Context: an optimization exercise on an open-source flow, tuned for small area, a short achievable clock period and few clock cycles per item. The choices shown serve that exercise and are no tape-out recipe. RTL that was checked went through simulation tests only; none was proved equivalent to the original.

## lg_enc
module lg_enc (
    input  wire        clk,
    input  wire        rst,           
    input  wire        cmd_valid,
    output wire        cmd_ready,
    input  wire [2:0]  cmd_ec,        
    input  wire        cmd_lossless,  
    input  wire        cmd_trg,
    input  wire        cmd_ev,
    input  wire [4:0]  cmd_pos,
    input  wire        cmd_load,      
    input  wire [11:0] cmd_pred1,
    input  wire [11:0] cmd_pred2,
    input  wire        smp_valid,
    output wire        smp_ready,
    input  wire [11:0] smp_data,
    output reg         out_valid,
    input  wire        out_ready,
    output reg  [31:0] out_data,
    output reg  [5:0]  out_len,
    output reg         out_last
);
For scale: ~48,000 um2 of cells after synthesis.
Settings: LEC_CHECK=0, CAP_MARGIN=20, CORE_MARGIN=2, CORE_UTILIZATION=60, SLEW_MARGIN=20; clock period 35.0 ns.
standard.sh (not shown) runs the stock make flow with config.mk's settings and CLKGATE_MAP_FILE= SYNTH_SCRIPT=/design/flow/synth_recipe.tcl, a recipe that flattens the netlist after the stock synthesis.
==> flow/flow/run.sh <==
#!/bin/bash
# The standard layout, with two changes to how it is made:
#  - the port buffers are sky130_fd_sc_hd__buf_4 instead of the default pick
#    (a delay buffer);
#  - clock tree synthesis runs without dummy loads.
# make's full output goes to flow_make.log; ORFS keeps each step's log under
# orfs/logs.
set -euo pipefail
export BUFFER_PORTS_ARGS="-buffer_cell sky130_fd_sc_hd__buf_4"
export CTS_ARGS="-sink_clustering_enable -repair_clock_nets -dont_use_dummy_load"
bash standard.sh > flow_make.log 2>&1
The first run completed with no timing, DRC or antenna violations.
Testbench counts at the start, summed over its fixed seeds: cycles 11,232, blocks 320.
Next try:
--- a/flow/flow/run.sh
+++ b/flow/flow/run.sh
@@ -5 +5,2 @@
-#  - clock tree synthesis runs without dummy loads.
+#  - clock tree synthesis runs without dummy loads, with sink clusters of
+#    up to 24 flip-flops.
@@ -10 +11 @@
-export CTS_ARGS="-sink_clustering_enable -repair_clock_nets -dont_use_dummy_load"
+export CTS_ARGS="-sink_clustering_enable -repair_clock_nets -dont_use_dummy_load -sink_clustering_size 24 -sink_clustering_max_diameter 120"
Via count came out lower by 1.0%; fmax stays flat; wire length is lower by 1.8%; cell area fell by 2.3%.

lg_enc, a different RTL version from the one above (not shown whole).
Size: about 4600 cells after synthesis, ~95 I/O pins, ~50000 um^2 of cells after synthesis.
clock: 35.0 ns
lec_check: 0
cap_margin: 20
core_margin: 2
core_utilization: 40
slew_margin: 20
==> flow/flow/run.sh <==
#!/bin/bash
# The standard layout, with the port buffers made of sky130_fd_sc_hd__buf_4
# instead of the default pick (a delay buffer). make's full output goes to
# flow_make.log; ORFS keeps each step's log under orfs/logs.
set -euo pipefail
export BUFFER_PORTS_ARGS="-buffer_cell sky130_fd_sc_hd__buf_4"
bash standard.sh > flow_make.log 2>&1
Edit:
==> flow/run.sh (new file) <==
#!/bin/bash
# synth_recipe.tcl (not shown) runs the flow's synth.tcl, then flattens the netlist and writes it again
# the make line also repeats each setting of config.mk as NAME=value (left out here)
make -C /OpenROAD-flow-scripts/flow DESIGN_CONFIG=/design/flow/config.mk WORK_HOME=/design/flow/orfs CLKGATE_MAP_FILE= SYNTH_SCRIPT=/design/flow/synth_recipe.tcl finish
Settings changed: CORE_UTILIZATION 40 to 50, CTS_BUF_LIST set to sky130_fd_sc_hd__clkbuf_8, CTS_CLUSTER_DIAMETER set to 60, CTS_CLUSTER_SIZE set to 20.
removed: flow/flow/run.sh
removed: flow/standard.sh
=>
- synthesized cell count does not change
No functional check of the RTL was part of any run of this note.

Setup of run 1:
Another version of the RTL of lg_enc (not shown whole).
For scale: ~860 flip-flops, ~47000 sq um of cells after synthesis.
clock: 35.0 ns
lec_check: 0
cap_margin: 20
core_margin: 2
core_utilization: 60
slew_margin: 20
run.sh (not shown) runs the stock make flow with config.mk's settings and CLKGATE_MAP_FILE= SYNTH_SCRIPT=/design/flow/synth_recipe.tcl, a recipe that flattens the netlist after the stock synthesis.
Stock flow here: none of the scripts above is used.
Testbench counts of run 1, summed over its fixed seeds: cycles 11,232, blocks 320.
#### Input delta (run 2 over run 1)
Settings: CTS_CLUSTER_DIAMETER newly set to 120; CTS_CLUSTER_SIZE newly set to 24.
==> flow/flow/run.sh (new file) <==
#!/bin/bash
# The standard layout, with two changes to how it is made:
#  - the port buffers are sky130_fd_sc_hd__buf_4 instead of the default pick
#    (a delay buffer);
#  - clock tree synthesis runs without dummy loads.
# make's full output goes to flow_make.log; ORFS keeps each step's log under
# orfs/logs.
set -euo pipefail
export BUFFER_PORTS_ARGS="-buffer_cell sky130_fd_sc_hd__buf_4"
export CTS_ARGS="-sink_clustering_enable -repair_clock_nets -dont_use_dummy_load"
bash standard.sh > flow_make.log 2>&1
==> flow/standard.sh (new file) <==
#!/bin/bash
# synth_recipe.tcl (not shown) runs the flow's synth.tcl, then flattens the netlist and writes it again
# the make line also repeats each setting of config.mk as NAME=value (left out here)
make -C /OpenROAD-flow-scripts/flow DESIGN_CONFIG=/design/flow/config.mk WORK_HOME=/design/flow/orfs CLKGATE_MAP_FILE= SYNTH_SCRIPT=/design/flow/synth_recipe.tcl "${@:-finish}"
removed: flow/run.sh
Results
- For run 1 and run 2, there was not a single run that failed to finish clean.
- Number of global-route vias before repair: run 2 vs run 1 down 487
- Per the comparison of run 2 with run 1, total of fill cells in the finished design roughly the same; cell area after layout lower; total via count in the routed design lower.
- Diff run 1 -> run 2: clock-buffer cell count down 19, wire length of the first global-routing pass down about 1.3%, actual slew at the worst max-slew pin flat, critical path depth up 30.
The following lists how run 3 was set up differently from run 2:
Settings: a deleted CTS_CLUSTER_SIZE that had been 24; a deleted CTS_CLUSTER_DIAMETER that had been 120.
==> flow/flow/run.sh <==
#!/bin/bash
# The standard layout, with two changes to how it is made:
#  - the port buffers are sky130_fd_sc_hd__buf_4 instead of the default pick
#    (a delay buffer);
#  - clock tree synthesis runs without dummy loads, with sink clusters of
#    up to 24 flip-flops.
# make's full output goes to flow_make.log; ORFS keeps each step's log under
# orfs/logs.
set -euo pipefail
export BUFFER_PORTS_ARGS="-buffer_cell sky130_fd_sc_hd__buf_4"
export CTS_ARGS="-sink_clustering_enable -repair_clock_nets -dont_use_dummy_load -sink_clustering_size 24 -sink_clustering_max_diameter 120"
bash standard.sh > flow_make.log 2>&1
[summary]
Going from run 2 to run 3, number of CTS-inserted buffers went down; design area went down.
Delta (run 3 minus run 2): average routed wire per standard cell dropped about 1.8%.
Fraction of met3 tracks used by global routing delta for run 3 relative to run 2: 0.83 points lower
NOTE detailed-routed wire length on met3 run 2->run 3 decreased by a few percent
Run 3 went all the way through the flow, and no timing, DRC or antenna check failed.
Every stage of the flow completed for run 2, and the final layout passed the timing, DRC and antenna checks.
Looking at met1 track demand over resource, run 3 sits 0.45 points below run 2.
Re die boundary width: no difference whatsoever between run 3 and run 2.
Looking at DRC marker count from the first detailed-route iteration, run 3 sits below run 2.
Worst setup slack in run 3 is 0.028 ns below run 2.

lg_enc, a different RTL version from the one above (not shown whole).
Size in the first run: about 850 flip-flops.
export LEC_CHECK = 0
export CAP_MARGIN = 20
export CORE_MARGIN = 2
export CORE_UTILIZATION = 40
export SLEW_MARGIN = 20
create_clock -name core_clock -period 35.0 [get_ports {clk}]
standard.sh (not shown) runs the stock make flow with config.mk's settings and CLKGATE_MAP_FILE= SYNTH_SCRIPT=/design/flow/synth_recipe.tcl, a recipe that flattens the netlist after the stock synthesis.
==> flow/flow/run.sh <==
#!/bin/bash
# The standard layout, with the port buffers made of sky130_fd_sc_hd__buf_4
# instead of the default pick (a delay buffer). make's full output goes to
# flow_make.log; ORFS keeps each step's log under orfs/logs.
set -euo pipefail
export BUFFER_PORTS_ARGS="-buffer_cell sky130_fd_sc_hd__buf_4"
bash standard.sh > flow_make.log 2>&1
Rerun with:
==> flow/run.sh (new file) <==
#!/bin/bash
# synth_recipe.tcl (not shown) runs the flow's synth.tcl, then flattens the netlist and writes it again
# the make line also repeats each setting of config.mk as NAME=value (left out here)
make -C /OpenROAD-flow-scripts/flow DESIGN_CONFIG=/design/flow/config.mk WORK_HOME=/design/flow/orfs CLKGATE_MAP_FILE= SYNTH_SCRIPT=/design/flow/synth_recipe.tcl finish
removed: flow/flow/run.sh
removed: flow/standard.sh
Effect:
- The new run completed with no timing, DRC or antenna violations
- global-route usage decreases by 0.18 points
- hold slack got worse by 0.0070 ns
- sequential share of layout area barely changes
No run of this note included a check of the RTL's function; only the layout flow was run.

lg_enc, a different RTL version from the one above (not shown whole).
Size: about 4400 cells after synthesis, about 860 flip-flops, ~49000 um2 of cells after synthesis.
// lg_enc
module lg_enc (
    input  wire        clk,
    input  wire        rst,           
    input  wire        cmd_valid,
    output wire        cmd_ready,
    input  wire [2:0]  cmd_ec,        
    input  wire        cmd_lossless,  
    input  wire        cmd_trg,
    input  wire        cmd_ev,
    input  wire [4:0]  cmd_pos,
    input  wire        cmd_load,      
    input  wire [11:0] cmd_pred1,
    input  wire [11:0] cmd_pred2,
    input  wire        smp_valid,
    output wire        smp_ready,
    input  wire [11:0] smp_data,
    output reg         out_valid,
    input  wire        out_ready,
    output reg  [31:0] out_data,
    output reg  [5:0]  out_len,
    output reg         out_last
);
Settings: LEC_CHECK=0, CAP_MARGIN=20, CORE_MARGIN=2, CORE_UTILIZATION=40, SLEW_MARGIN=20; clock period 35.0 ns.
run.sh (not shown) runs the stock make flow with config.mk's settings and CLKGATE_MAP_FILE= SYNTH_SCRIPT=/design/flow/synth_recipe.tcl, a recipe that flattens the netlist after the stock synthesis.
Stock flow here: none of the scripts above is used.
The starting point finished clean.
Edit:
==> flow/flow/run.sh (new file) <==
#!/bin/bash
# The standard layout, with the port buffers made of sky130_fd_sc_hd__buf_4
# instead of the default pick (a delay buffer). make's full output goes to
# flow_make.log; ORFS keeps each step's log under orfs/logs.
set -euo pipefail
export BUFFER_PORTS_ARGS="-buffer_cell sky130_fd_sc_hd__buf_4"
bash standard.sh > flow_make.log 2>&1
==> flow/standard.sh (new file) <==
#!/bin/bash
# synth_recipe.tcl (not shown) runs the flow's synth.tcl, then flattens the netlist and writes it again
# the make line also repeats each setting of config.mk as NAME=value (left out here)
make -C /OpenROAD-flow-scripts/flow DESIGN_CONFIG=/design/flow/config.mk WORK_HOME=/design/flow/orfs CLKGATE_MAP_FILE= SYNTH_SCRIPT=/design/flow/synth_recipe.tcl "${@:-finish}"
removed: flow/run.sh
Effect: Via count is higher slightly. Maximum frequency climbs by a few percent. Worst hold slack gets better by 0.0066 ns.
No run of this note included a check of the RTL's function; only the layout flow was run.

## port drivers added, routing unchanged
No port has a modelled driver above. Below, the same layouts with a new extraction and two added sets of constraints. Step 1 (the two cells are an assumption about what drives the block):
set clk [get_ports {clk}]
set_driving_cell -lib_cell sky130_fd_sc_hd__clkbuf_16 $clk
set_driving_cell -lib_cell sky130_fd_sc_hd__buf_2 [delete_from_list [all_inputs] $clk]
Step 2 also shifts input and output timing later by t, the mid clock arrival at the registers, as if the neighbouring blocks saw the same clock. Three values: no drivers, after step 1, after step 2; two values: the first two.
run | t, ns | setup WS [ns] | hold WS [ns] | clock arrival spread, ns | worst data-port slew with drivers (ns)
the first run of note 1 | 0.696 | 26.827 / 26.757 / 26.178 | 0.371 / 0.371 / 0.371 | 0.102 / 0.102 | 0.06
the second run of note 1 | 0.658 | 26.815 / 26.749 / 26.229 | 0.387 / 0.387 / 0.387 | 0.068 / 0.068 | 0.06
the first run of note 2 | 0.748 | 26.214 / 26.155 / 25.592 | 0.414 / 0.414 / 0.414 | 0.047 / 0.047 | 0.05
the second run of note 2 | 0.813 | 25.689 / 25.622 / 25.480 | 0.351 / 0.351 / 0.351 | 0.105 / 0.106 | 0.07
run 1 | 0.716 | 26.448 / 26.378 / 26.335 | 0.406 / 0.406 / 0.406 | 0.084 / 0.083 | 0.06
run 2 | 0.685 | 26.695 / 26.695 / 26.660 | 0.363 / 0.363 / 0.363 | 0.127 / 0.128 | 0.06
run 3 | 0.649 | 26.667 / 26.667 / 26.617 | 0.391 / 0.391 / 0.391 | 0.070 / 0.071 | 0.06
the first run of note 4 | 0.750 | 26.681 / 26.615 / 26.272 | 0.418 / 0.418 / 0.418 | 0.060 / 0.061 | 0.08
the second run of note 4 | 0.764 | 26.348 / 26.276 / 26.284 | 0.411 / 0.411 / 0.411 | 0.042 / 0.042 | 0.07
the first run of note 5 | 0.731 | 26.422 / 26.353 / 26.283 | 0.383 / 0.383 / 0.383 | 0.068 / 0.068 | 0.09
the second run of note 5 | 0.731 | 26.783 / 26.713 / 26.397 | 0.389 / 0.389 / 0.389 | 0.052 / 0.052 | 0.07
After both steps setup and hold are still met in every run listed. For the first run of note 1, which loses most, drivers alone change the setup slack by -0.070 ns; drivers and shift together by -0.649 ns.
